Background: an optimization exercise with open tools, aiming at small area, a short achievable clock period and few clock cycles per item. Do not read the settings as production practice. The RTL was checked by simulation tests, not by an equivalence proof against the original design. Power and IR drop assume default switching activity.

===== constraint.sdc =====
create_clock -name core_clock -period 12.0 [get_ports {clk}]
set_input_delay 2.4000 -clock core_clock [delete_from_list [all_inputs] [get_ports {clk}]]
set_output_delay 2.4000 -clock core_clock [all_outputs]
set_load 0.01 [all_outputs]

===== run.sh =====
#!/bin/bash
# synth_recipe.tcl (not shown) runs the flow's synth.tcl, then flattens the netlist and writes it again
# the make line also repeats each setting of config.mk as NAME=value (left out here)
make -C /OpenROAD-flow-scripts/flow DESIGN_CONFIG=/design/flow/config.mk WORK_HOME=/design/flow/orfs CLKGATE_MAP_FILE= SYNTH_SCRIPT=/design/flow/synth_recipe.tcl finish

===== design.v =====
module drover_split (
    input  wire        clk,
    input  wire        rst,           
    input  wire        in_valid,
    output wire        in_ready,
    input  wire [31:0] a,
    input  wire [31:0] x0,
    input  wire [31:0] x1,
    output reg         out_valid,
    output reg  [31:0] y
);
    localparam integer QW = 49;       
    wire signed [32:0] num_s = $signed({a[31], a})  - $signed({x0[31], x0});
    wire signed [32:0] den_s = $signed({x1[31], x1}) - $signed({x0[31], x0});
    wire        [32:0] num_m = num_s[32] ? -num_s : num_s;    
    wire        [32:0] den_m = den_s[32] ? -den_s : den_s;    
    wire               neg   = num_s[32] ^ den_s[32];
    wire   [QW-1:0] dvd = {num_m[31:0], 16'd0} + {17'd0, den_m[32:1]};
    reg             busy;
    reg  [5:0]      count;            
    reg  [QW-1:0]   quo;              
    reg  [32:0]     rem;
    reg  [31:0]     div;              
    reg             q_neg;
    assign in_ready = !busy;
    wire go = in_valid && in_ready;
    wire [33:0] rem_sh  = {rem, quo[QW-1]};
    wire [33:0] rem_sub = rem_sh - {2'b00, div};
    wire        q_bit   = !rem_sub[33];
    wire [QW-1:0] q_fin  = {quo[QW-2:0], q_bit};
    wire          q_zero = (q_fin == {QW{1'b0}});
    wire [31:0]   y_fin  = (q_neg && !q_zero)       ? 32'd0 :
                           (q_fin > 49'h0_0000_0001_0000) ? 32'h0001_0000 :
                           q_fin[31:0];
    always @(posedge clk) begin
        if (rst) begin
            busy      <= 1'b0;
            out_valid <= 1'b0;
        end else begin
            out_valid <= 1'b0;
            if (go) begin
                busy  <= 1'b1;
                count <= QW[5:0];
                quo   <= dvd;
                rem   <= 33'd0;
                div   <= den_m[31:0];
                q_neg <= neg;
            end else if (busy) begin
                quo   <= {quo[QW-2:0], q_bit};
                rem   <= q_bit ? rem_sub[32:0] : rem_sh[32:0];
                count <= count - 6'd1;
                if (count == 6'd1) begin
                    busy      <= 1'b0;
                    out_valid <= 1'b1;
                    y         <= y_fin;
                end
            end
        end
    end
endmodule

===== config.mk =====
export PLATFORM = sky130hd
export DESIGN_NAME = drover_split
export DESIGN_NICKNAME = drover_split
export VERILOG_FILES = /design/flow/design.v
export SDC_FILE = /design/flow/constraint.sdc
export NUM_CORES = 4
export LEC_CHECK = 0
export CAP_MARGIN = 20
export CORE_MARGIN = 2
export CORE_UTILIZATION = 40
export SLEW_MARGIN = 20

==> flow_metrics.tcl <==
set metrics [dict create \
    end_kind "flip-flop" \
    p_leak_nw 6.82 \
    rows 70 \
    period_share_pct 81.3 \
    gp_congestion 0.895 \
    min_period_ps 9760 \
    start_util_pct 40.3 \
    cap_violations 0 \
    grt-ovfl-total 0 \
    synth_area_leaders "edfxtp_1, ha_1, xnor2_1" \
    outcome "no timing/DRC/antenna violations" \
    path_class "in2reg" \
    layout-drive-gt1-share_pct 4.44 \
    ys_ff_latch 155 \
    hold_buffers 0 \
    fillers 3509 \
    design.core.area_mm2 0.0363 \
    tns_ps 0 \
    area_delta_synth_final_pct 16.4 \
    num_antenna_cells 0 \
    r2r_start "quo[48]$_DFFE_PP_" \
    chipWidth_um 195 \
    final-instance-count-excl-fill 2338 \
    min_from "quo[34]$_DFFE_PP_" \
    reg2regPathDepth 16 \
    finalWirelength_um 40800 \
    ff2ff_setup_slack_ps 7220 \
    postCtsSetupBuffers 0 \
    antenna_found_initial 0 \
    drc_errors 0 \
    synth_top_area_share_pct 31.3 \
    dpl.hpwl_um 32300 \
    grt_max_degree 84 \
    crit_path_start "x0[0]" \
    synthArstFlopShare_pct 0 \
    finalSetupViolCount 0 \
    cts_tree "done" \
    clkPwrFrac_pct 21.4 \
    wl_per_cell_um 17.4 \
    viasPerCell 5.63 \
    clock_path_buffers 2 \
    dr.pass1.iters 6 \
    worst_pin_slew_ps 1050 \
    seqPwrFrac_pct 29.5 \
    synth_edf_count 153 \
    synth.cell_area_mm2 0.0147 \
    nets 2075 \
    fmax_ghz 0.103 \
    grt_pass1_wl_um 66700 \
    ys.flop_type "edfxtp_1" \
    synthCells 1749 \
    cts.sinks 155 \
    grt_usage_pct 21.7 \
    ys_seq_area_share_pct 31.6 \
    io_pins 133 \
    synth_cell_type_count 85 \
    holdPathStages 2 \
    num_vias 13200 \
    hold_path_class "reg2reg" \
    drt_iter0_drc 963 \
    hold_viol_final 0 \
    combPwrFrac_pct 49.1 \
    min_to "quo[35]$_DFFE_PP_" \
    r2r-end "y[5]$_SDFFCE_PP0P_" \
    synth_area_leader_cell "edfxtp_1" \
    startpoint_type "input port" \
    syn_area_per_cell_um2 8.38 \
    cts-resized-gates 0 \
    rsz0062_at_grt "false" \
    slew_headroom_pct 29.6 \
    crit_required_ps 12170 \
    arrival_ps 9930 \
    die_h_um 195 \
    peakVddDrop_mv 0.0940 \
    drtAntennaViolNets 0 \
    numPortBuffers 132 \
    cts_max_level 4 \
    powerDensity_mw_per_mm2 145 \
    placedCellCount 2305 \
    clkSlewWorstSetupHoldPaths_ps 60 \
    grt_pass1_vias 12500 \
    p_sw_share_pct 39.7 \
    switchingPower_mw 0.978 \
    power.internal_mw 1.49 \
    worstSkewPairLatency_ps 430 \
    cts-root-buf "clkbuf_16" \
    numCtsBuffers 17 \
    yosys_warnings 1 \
    path_max_fanout 31 \
    skew_ps 9.80 \
    drv_slew 0 \
    dieArea_mm2 0.0382 \
]
## cell usage in the layout (no fill, tap or decap), drive strengths merged, types with 8 or more instances in the layout
| cell type | n |
|---|---|
| o21a | 17 |
| clkbuf | 17 |
| xnor2 | 94 |
| nand4 | 25 |
| a211oi | 27 |
| ha | 115 |
| nand2 | 215 |
| a211o | 9 |
| o31ai | 14 |
| nand3 | 63 |
| o211ai | 16 |
| o2111ai | 8 |
| a31oi | 18 |
| and3 | 16 |
| or4 | 9 |
| xor2 | 54 |
| nor2 | 114 |
| a21boi | 9 |
| o21ai | 110 |
| nand2b | 14 |
| a21oi | 153 |
| edfxtp | 153 |
| nor4 | 25 |
| clkdlybuf4s50 | 132 |
| inv | 118 |
| mux2i | 9 |
| o21bai | 11 |
| nor2b | 27 |
| nor3 | 37 |
| a21o | 50 |
| or3 | 18 |
| and2 | 19 |
| conb | 15 |
| or2 | 13 |
## how the worst max path moves through the flow
stage | cells after the start | slack (ps) | end
after CTS | 25 | 2280 | quo[33]$_DFFE_PP_
after global placement | 25 | 2030 | quo[33]$_DFFE_PP_
final | 25 | 2240 | quo[33]$_DFFE_PP_
after detailed placement | 25 | 1840 | quo[33]$_DFFE_PP_
after global routing | 25 | 1620 | quo[33]$_DFFE_PP_
after floorplan | 27 | 3250 | quo[33]$_DFFE_PP_
## cells by family after synthesis
logic type | share of synthesized area, %
other | 0.0256
AND/OR/NAND/NOR | 21.2
adder cells (fa/ha/maj) | 10.5
AO/OA/AOI/OAI | 22.3
XOR/XNOR | 8.84
buffers and inverters | 4.69
multiplexers | 0.845
flip-flops | 31.6
## critical path: stages
cell and delay [ps]:
clkdlybuf4s50_1 530, ha_1 280, fa_1 390, nand2b_1 180, a211oi_1 520, o21ai_0 420, a2111oi_0 590, a211o_1 230
a31o_2 580, a31oi_1 110, xnor2_1 280, inv_1 110, ha_1 310, a21o_1 200, a211oi_1 240, o21bai_1 140
a21o_1 200, a21o_1 210, a211o_1 320, o221a_2 270, nor4_2 450, a21o_1 230, o2111ai_1 150, and4_1 230
or3_1 360
## power by group through the flow
stage                     clock (mW)  combinational (mW)  sequential (mW)
after floorplan                    0               0.910            0.728
after global placement             0                1.18            0.737
after detailed placement           0                1.19            0.739
after CTS                      0.539                1.20            0.728
after global routing           0.561                1.36            0.735
final                          0.528                1.21            0.727
## area by class of cell
| type | count | area (µm²) | share of cell area, % |
|---|---|---|---|
| multi-input combinational | 1429 | 9430 | 55.3 |
| inverter | 115 | 432 | 2.53 |
| tap | 468 | 586 | 3.43 |
| timing repair buffer | 139 | 1400 | 8.19 |
| clock buffer | 17 | 425 | 2.49 |
| clock inverter | 15 | 148 | 0.866 |
| sequential | 155 | 4630 | 27.2 |
## stage by stage
step	power (mW)	area [µm²]	utilization [%]	hold slack (ps)	worst slack, ps
after global placement	1.91	16500	45.3	534	2030
final	2.47	17100	46.9	553	2240
after global routing	2.65	17100	46.9	594	1620
after detailed placement	1.93	16500	45.3	538	1840
after floorplan	1.64	14700	-	503	3250
after CTS	2.47	17000	46.8	555	2280
## sequential cells by signal (all words and copies together), names as in the netlist
signal / flops
quo: 49
rem: 33
div: 32
y: 32
count: 6
busy: 1
out_valid: 1
q_neg: 1
## routing by layer
layer	up-vias	part of all wire (%)	wire length [µm]	GRT usage (%)
met1	6113	48	19700	31.1
met4	0	2.0	815	5.99
met3	43	4.8	1940	2.33
li1	6634	-	-	-
met2	372	45	18300	34.6
met5	-	0	0	0
## synth_stat cells (11+ instances only)
| library cell | instances |
|---|---|
| a211oi_1 | 24 |
| or2_2 | 13 |
| a21o_1 | 50 |
| clkbuf_1 | 53 |
| nor4_1 | 22 |
| o21ai_0 | 102 |
| nand3_1 | 63 |
| a31oi_1 | 18 |
| o31ai_1 | 13 |
| and2_1 | 18 |
| o21bai_1 | 11 |
| xor2_1 | 54 |
| a21oi_1 | 152 |
| nand2b_1 | 14 |
| or3_1 | 18 |
| and3_1 | 16 |
| o21a_1 | 17 |
| xnor2_1 | 94 |
| nand4_1 | 25 |
| inv_1 | 115 |
| nand2_1 | 215 |
| nor3_1 | 37 |
| ha_1 | 115 |
| edfxtp_1 | 153 |
| nor2b_1 | 27 |
| nor2_1 | 114 |
| o211ai_1 | 15 |
Testbench counts, summed over its fixed seeds: cycles 160,000, items 3,200.

==> separate check: timing with driven ports <==
The results above use ideal ports. As a check the final layout listed here was re-extracted and re-timed, cells and wires unchanged.
Step 1 (the two cells are an assumption about what drives the block):
set clk [get_ports {clk}]
set_driving_cell -lib_cell sky130_fd_sc_hd__clkbuf_16 $clk
set_driving_cell -lib_cell sky130_fd_sc_hd__buf_2 [delete_from_list [all_inputs] $clk]
Step 2 adds t to the input delays and takes it off the output delays; t is the mean of the earliest and latest rising clock arrival at the registers after step 1. Input paths then give back, and output paths get back, about the clock's delay inside the block.
a / b / c = ideal ports / drivers / drivers and shift; a / b = the first two.
shift t [ns]: 0.473
slack for setup (ns): 2.244 / 2.267 / 1.794
hold slack, ns: 0.553 / 0.553 / 0.553
After both steps setup and hold are still met in this run. The setup slack of this run moves by +0.023 ns with the drivers and by -0.450 ns with both steps.
